Source: an optimization exercise on an open RTL-to-GDS flow (aim: small area, a short achievable clock period and few clock cycles). Production flows keep margins and buffers that such runs may drop. Function was checked by simulation only, so behaviour that the tests miss may differ from the original. Power figures rest on the tool's default switching activity, not on a simulated workload.

T:
==> module hive_div, before the edit <==
module hive_div (
    input  wire        clk,
    input  wire        rst,
    input  wire        in_valid,
    output wire        in_ready,
    input  wire [1:0]  in_op,
    input  wire [31:0] in_a,
    input  wire [31:0] in_b,
    output reg         out_valid,
    output wire [31:0] out_result
);
    reg        rdy;                  
    reg        p1, p2, it, fx;
    reg        sgn, is_mod, sa, sb;  
    reg        sax, sbx, nsb, ee;    
    reg [31:0] R;                    
    reg [31:0] Q;                    
    reg [32:0] D;                    
    reg [4:0]  cnt;
    reg        inv_f, frc_f, cfx_f, xfx_f, fxw, dv_f;
    reg        cin, frc_x, xinv;     
    assign in_ready   = rdy;
    assign out_result = Q;
    function [5:0] msb;
        input [31:0] x;
        reg [15:0] v1; reg [15:0] p1_;
        reg [7:0]  v2; reg [15:0] p2_;
        reg [3:0]  v3; reg [11:0] p3_;
        reg [1:0]  v4; reg [7:0]  p4_;
        integer i;
        begin
            for (i = 0; i < 16; i = i + 1) begin
                v1[i]  = x[2*i+1] | x[2*i];
                p1_[i] = x[2*i+1];
            end
            for (i = 0; i < 8; i = i + 1) begin
                v2[i]        = v1[2*i+1] | v1[2*i];
                p2_[2*i+:2]  = v1[2*i+1] ? {1'b1, p1_[2*i+1]} : {1'b0, p1_[2*i]};
            end
            for (i = 0; i < 4; i = i + 1) begin
                v3[i]        = v2[2*i+1] | v2[2*i];
                p3_[3*i+:3]  = v2[2*i+1] ? {1'b1, p2_[4*i+2+:2]} : {1'b0, p2_[4*i+:2]};
            end
            for (i = 0; i < 2; i = i + 1) begin
                v4[i]        = v3[2*i+1] | v3[2*i];
                p4_[4*i+:4]  = v3[2*i+1] ? {1'b1, p3_[6*i+3+:3]} : {1'b0, p3_[6*i+:3]};
            end
            msb = {v4[1] | v4[0], v4[1] ? {1'b1, p4_[7:4]} : {1'b0, p4_[3:0]}};
        end
    endfunction
    wire [31:0] a      = R;
    wire [31:0] b      = D[31:0];
    wire [31:0] bx     = b ^ {32{sbx}};
    wire        sdiff  = sa ^ sb;
    wire [31:0] ax     = ee ? {~a[30:0], 1'b1} : (a ^ {32{sax}});
    wire [5:0]  ma     = msb(ax);
    wire [5:0]  mb     = msb(bx);
    wire [5:0]  nd     = {1'b0, ma[4:0]} - {1'b0, mb[4:0]};    
    wire        a_zero = (a == 32'd0);
    wire        b_zero = (b == 32'd0);
    wire        ovf    = sgn && (a == 32'h8000_0000) && (b == 32'hFFFF_FFFF);
    wire        spec   = b_zero || ovf;
    wire        zr     = spec || a_zero;
    wire        skip   = nd[5] || !ma[5] || zr;
    wire        addb   = sdiff && !zr;   
    wire [31:0] spec_q = is_mod ? 32'd0 :
                         ovf ? 32'h7FFF_FFFF :
                         !sgn ? 32'hFFFF_FFFF :
                         a[31] ? 32'h8000_0000 : 32'h7FFF_FFFF;
    wire        fill   = nsb;
    wire [32:0] s0     = {1'b1, ~bx};
    wire [32:0] s1     = cnt[0] ? {s0[31:0], fill}        : s0;
    wire [32:0] s2     = cnt[1] ? {s1[30:0], {2{fill}}}   : s1;
    wire [32:0] s3     = cnt[2] ? {s2[28:0], {4{fill}}}   : s2;
    wire [32:0] s4     = cnt[3] ? {s3[24:0], {8{fill}}}   : s3;
    wire [32:0] Dsh    = cnt[4] ? {s4[16:0], {16{fill}}}  : s4;
    wire [32:0] Y      = D | {33{frc_x}};
    wire [34:0] sum_c  = {2'b00, R, 1'b1} + {1'b0, Y, cin};    
    wire        fits   = sum_c[34];
    wire [31:0] X      = sum_c[32:1] ^ {32{xinv}};
    wire        last   = (cnt == 5'd0);
    always @(posedge clk) begin
        if (rst) begin
            rdy       <= 1'b1;
            p1        <= 1'b0;
            p2        <= 1'b0;
            it        <= 1'b0;
            fx        <= 1'b0;
            out_valid <= 1'b0;
        end else begin
            out_valid <= fx;
            if (rdy) begin
                fx  <= 1'b0;
                if (in_valid) begin
                    rdy <= 1'b0;
                    p1  <= 1'b1;
                end
            end
            if (p1) begin
                p1 <= 1'b0;
                if (skip) begin
                    fx  <= 1'b1;
                    rdy <= 1'b1;
                end else begin
                    p2  <= 1'b1;
                end
            end
            if (p2) begin
                p2 <= 1'b0;
                it <= 1'b1;
            end
            if ((p2 && last || it && cnt == 5'd1) && dv_f) begin
                fx  <= 1'b1;
                rdy <= 1'b1;
            end
            if (it && last) begin
                it  <= 1'b0;
                if (!dv_f) begin
                    fx  <= 1'b1;
                    rdy <= 1'b1;
                end
            end
        end
        if (p2 || (it && fits))
            R <= X;
        if (rdy) begin
            R       <= in_a;
            D[31:0] <= in_b;
            sgn     <= !in_op[0];
            is_mod  <= in_op[1];
            sa      <= !in_op[0] && in_a[31];
            sb      <= !in_op[0] && in_b[31];
            sax     <= !in_op[0] && in_a[31];
            sbx     <= !in_op[0] && in_b[31];
            nsb     <= !(!in_op[0] && in_b[31]);
            ee      <= !in_op[0] && in_a[31] && in_b[31];
        end
        if (p2)
            D <= Dsh;
        if (it && !last)
            D <= {D[32], D[32:1]};
        if (p1)
            Q <= spec ? spec_q : {32{addb}};
        if (it)
            Q <= {Q[30:0], fits ^ inv_f};
        if (fx && fxw)
            Q <= X;
        if (p1) begin
            cnt   <= nd[4:0];
            inv_f <= sdiff;
            frc_f <= is_mod && (sa == sb);
            cfx_f <= !(sa && sb);
            xfx_f <= sa;
            fxw   <= is_mod && !spec;
            dv_f  <= !is_mod;
            frc_x <= !skip || !addb;
            cin   <= skip ? !addb : !sb;
            xinv  <= !skip && sa;
        end
        if (p2) begin
            frc_x <= 1'b0;
            xinv  <= 1'b0;
        end
        if (it) begin
            if (!last)
                cnt <= cnt - 5'd1;
            else begin
                frc_x <= frc_f;
                cin   <= cfx_f;
                xinv  <= xfx_f;
            end
        end
    end
endmodule
Settings: LEC_CHECK=0, CAP_MARGIN=20, CORE_MARGIN=2, CORE_UTILIZATION=40, PLACE_DENSITY=0.6, SLEW_MARGIN=20; clock period 10.0 ns.
standard.sh (not shown) runs the stock make flow with config.mk's settings and CLKGATE_MAP_FILE= SYNTH_SCRIPT=/design/flow/synth_recipe.tcl, a recipe that flattens the netlist after the stock synthesis.
==> flow/flow/run.sh <==
#!/bin/bash
# The standard layout, with timing repair aimed at a shorter period than the
# clock's: repair_timing treats any path with less than 7 ns of slack at the
# 10 ns clock as failing. Constraints and clock are the design's own.
set -euo pipefail
bash standard.sh finish SETUP_SLACK_MARGIN=7 > flow_make.log 2>&1
Testbench counts of T, summed over its fixed seeds: cycles 70,102.
Changes in S relative to T:
--- a/flow/design.v
+++ b/flow/design.v
@@ -10,15 +10,16 @@
     output wire [31:0] out_result
 );
     reg        rdy;                  
     reg        p1, p2, it, fx;
     reg        sgn, is_mod, sa, sb;  
-    reg        sax, sbx, nsb, ee;    
+    reg        nsb, ee;              
     reg [31:0] R;                    
     reg [31:0] Q;                    
     reg [32:0] D;                    
     reg [4:0]  cnt;
+    reg        last, one, dsh;       
     reg        inv_f, frc_f, cfx_f, xfx_f, fxw, dv_f;
     reg        cin, frc_x, xinv;     
     assign in_ready   = rdy;
     assign out_result = Q;
     function [5:0] msb;
@@ -46,41 +47,39 @@
                 p4_[4*i+:4]  = v3[2*i+1] ? {1'b1, p3_[6*i+3+:3]} : {1'b0, p3_[6*i+:3]};
             end
             msb = {v4[1] | v4[0], v4[1] ? {1'b1, p4_[7:4]} : {1'b0, p4_[3:0]}};
         end
     endfunction
-    wire [31:0] a      = R;
-    wire [31:0] b      = D[31:0];
-    wire [31:0] bx     = b ^ {32{sbx}};
+    wire        e      = sa && sb;
     wire        sdiff  = sa ^ sb;
-    wire [31:0] ax     = ee ? {~a[30:0], 1'b1} : (a ^ {32{sax}});
+    wire [31:0] ax     = ee ? {~R[30:0], 1'b1} : R;
     wire [5:0]  ma     = msb(ax);
-    wire [5:0]  mb     = msb(bx);
+    wire [5:0]  mb     = msb(~D[31:0]);
     wire [5:0]  nd     = {1'b0, ma[4:0]} - {1'b0, mb[4:0]};    
-    wire        a_zero = (a == 32'd0);
-    wire        b_zero = (b == 32'd0);
-    wire        ovf    = sgn && (a == 32'h8000_0000) && (b == 32'hFFFF_FFFF);
+    wire        a_zero = (R == 32'd0) && !sa;
+    wire        d_ones = (D[31:0] == 32'hFFFF_FFFF);          
+    wire        b_zero = d_ones && !sb;
+    wire        ovf    = d_ones && sb && (R == 32'h8000_0000);
     wire        spec   = b_zero || ovf;
     wire        zr     = spec || a_zero;
     wire        skip   = nd[5] || !ma[5] || zr;
     wire        addb   = sdiff && !zr;   
     wire [31:0] spec_q = is_mod ? 32'd0 :
                          ovf ? 32'h7FFF_FFFF :
                          !sgn ? 32'hFFFF_FFFF :
-                         a[31] ? 32'h8000_0000 : 32'h7FFF_FFFF;
+                         sa ? 32'h8000_0000 : 32'h7FFF_FFFF;
     wire        fill   = nsb;
-    wire [32:0] s0     = {1'b1, ~bx};
+    wire [32:0] s0     = D;
     wire [32:0] s1     = cnt[0] ? {s0[31:0], fill}        : s0;
     wire [32:0] s2     = cnt[1] ? {s1[30:0], {2{fill}}}   : s1;
     wire [32:0] s3     = cnt[2] ? {s2[28:0], {4{fill}}}   : s2;
     wire [32:0] s4     = cnt[3] ? {s3[24:0], {8{fill}}}   : s3;
     wire [32:0] Dsh    = cnt[4] ? {s4[16:0], {16{fill}}}  : s4;
     wire [32:0] Y      = D | {33{frc_x}};
     wire [34:0] sum_c  = {2'b00, R, 1'b1} + {1'b0, Y, cin};    
     wire        fits   = sum_c[34];
     wire [31:0] X      = sum_c[32:1] ^ {32{xinv}};
-    wire        last   = (cnt == 5'd0);
     always @(posedge clk) begin
         if (rst) begin
             rdy       <= 1'b1;
             p1        <= 1'b0;
             p2        <= 1'b0;
@@ -107,11 +106,11 @@
             end
             if (p2) begin
                 p2 <= 1'b0;
                 it <= 1'b1;
             end
-            if ((p2 && last || it && cnt == 5'd1) && dv_f) begin
+            if ((p2 && last || it && one) && dv_f) begin
                 fx  <= 1'b1;
                 rdy <= 1'b1;
             end
             if (it && last) begin
                 it  <= 1'b0;
@@ -122,50 +121,54 @@
             end
         end
         if (p2 || (it && fits))
             R <= X;
         if (rdy) begin
-            R       <= in_a;
-            D[31:0] <= in_b;
+            R       <= in_a ^ {32{!in_op[0] && in_a[31] && !in_b[31]}};
+            D       <= {1'b1, in_b ^ {32{!(!in_op[0] && in_b[31])}}};
             sgn     <= !in_op[0];
             is_mod  <= in_op[1];
             sa      <= !in_op[0] && in_a[31];
             sb      <= !in_op[0] && in_b[31];
-            sax     <= !in_op[0] && in_a[31];
-            sbx     <= !in_op[0] && in_b[31];
             nsb     <= !(!in_op[0] && in_b[31]);
             ee      <= !in_op[0] && in_a[31] && in_b[31];
         end
         if (p2)
             D <= Dsh;
-        if (it && !last)
+        if (dsh)
             D <= {D[32], D[32:1]};
         if (p1)
             Q <= spec ? spec_q : {32{addb}};
         if (it)
             Q <= {Q[30:0], fits ^ inv_f};
         if (fx && fxw)
             Q <= X;
         if (p1) begin
             cnt   <= nd[4:0];
+            last  <= (nd[4:0] == 5'd0);
+            one   <= (nd[4:0] == 5'd1);
             inv_f <= sdiff;
             frc_f <= is_mod && (sa == sb);
             cfx_f <= !(sa && sb);
             xfx_f <= sa;
             fxw   <= is_mod && !spec;
             dv_f  <= !is_mod;
             frc_x <= !skip || !addb;
-            cin   <= skip ? !addb : !sb;
-            xinv  <= !skip && sa;
+            cin   <= skip ? (!addb || sa) : !sb;
+            xinv  <= skip ? (addb && sa) : e;
         end
+        dsh <= !rst && (p2 ? !last : (it && !last && !one));
         if (p2) begin
             frc_x <= 1'b0;
             xinv  <= 1'b0;
         end
         if (it) begin
-            if (!last)
-                cnt <= cnt - 5'd1;
+            if (!last) begin
+                cnt  <= cnt - 5'd1;
+                last <= one;
+                one  <= (cnt == 5'd2);
+            end
             else begin
                 frc_x <= frc_f;
                 cin   <= cfx_f;
                 xinv  <= xfx_f;
             end
==> comparison <==
Summary of S over T: via count normalized by instance count moved down; netlist area before placement dropped 7.0%; die extent in x dropped 3.5%; total placed instance area shows a reduction of 3.4%; utilization now larger. Going from T to S, clock network power share grows by 0.5 points. NOTE: cell depth of the worst setup path in S exceeds that of T.
Testbench counts of S, summed over its fixed seeds: cycles 70,102.

-- separate check: timing with driven ports --
In the flow no input, the clock included, has a driving cell. The finished layouts below were timed again as built, in two steps.
Step 1 assumes that a clkbuf_16 drives the clock port and a buf_2 every other input.
Step 2 moves the port delays by t, midway between the first and last clock arrival at a register: inputs arrive t later, outputs are due t later. That takes back most of the time a late clock gives input paths.
Slacks: ideal ports / drivers / drivers and shift; pairs: ideal ports / drivers.
| run | shift t [ns] | slack for setup (ns) | worst setup path after step 2 | latest minus earliest clock arrival (ns) | slew at the worst register clock pin (ns) |
|---|---|---|---|---|---|
| T | 0.484 | 6.363 / 6.363 / 6.363 | register to register | 0.011 / 0.011 | 0.07 / 0.07 |
| S | 0.481 | 6.200 / 6.200 / 6.200 | register to register | 0.013 / 0.013 | 0.07 / 0.07 |
After both steps setup and hold are still met in every run listed.
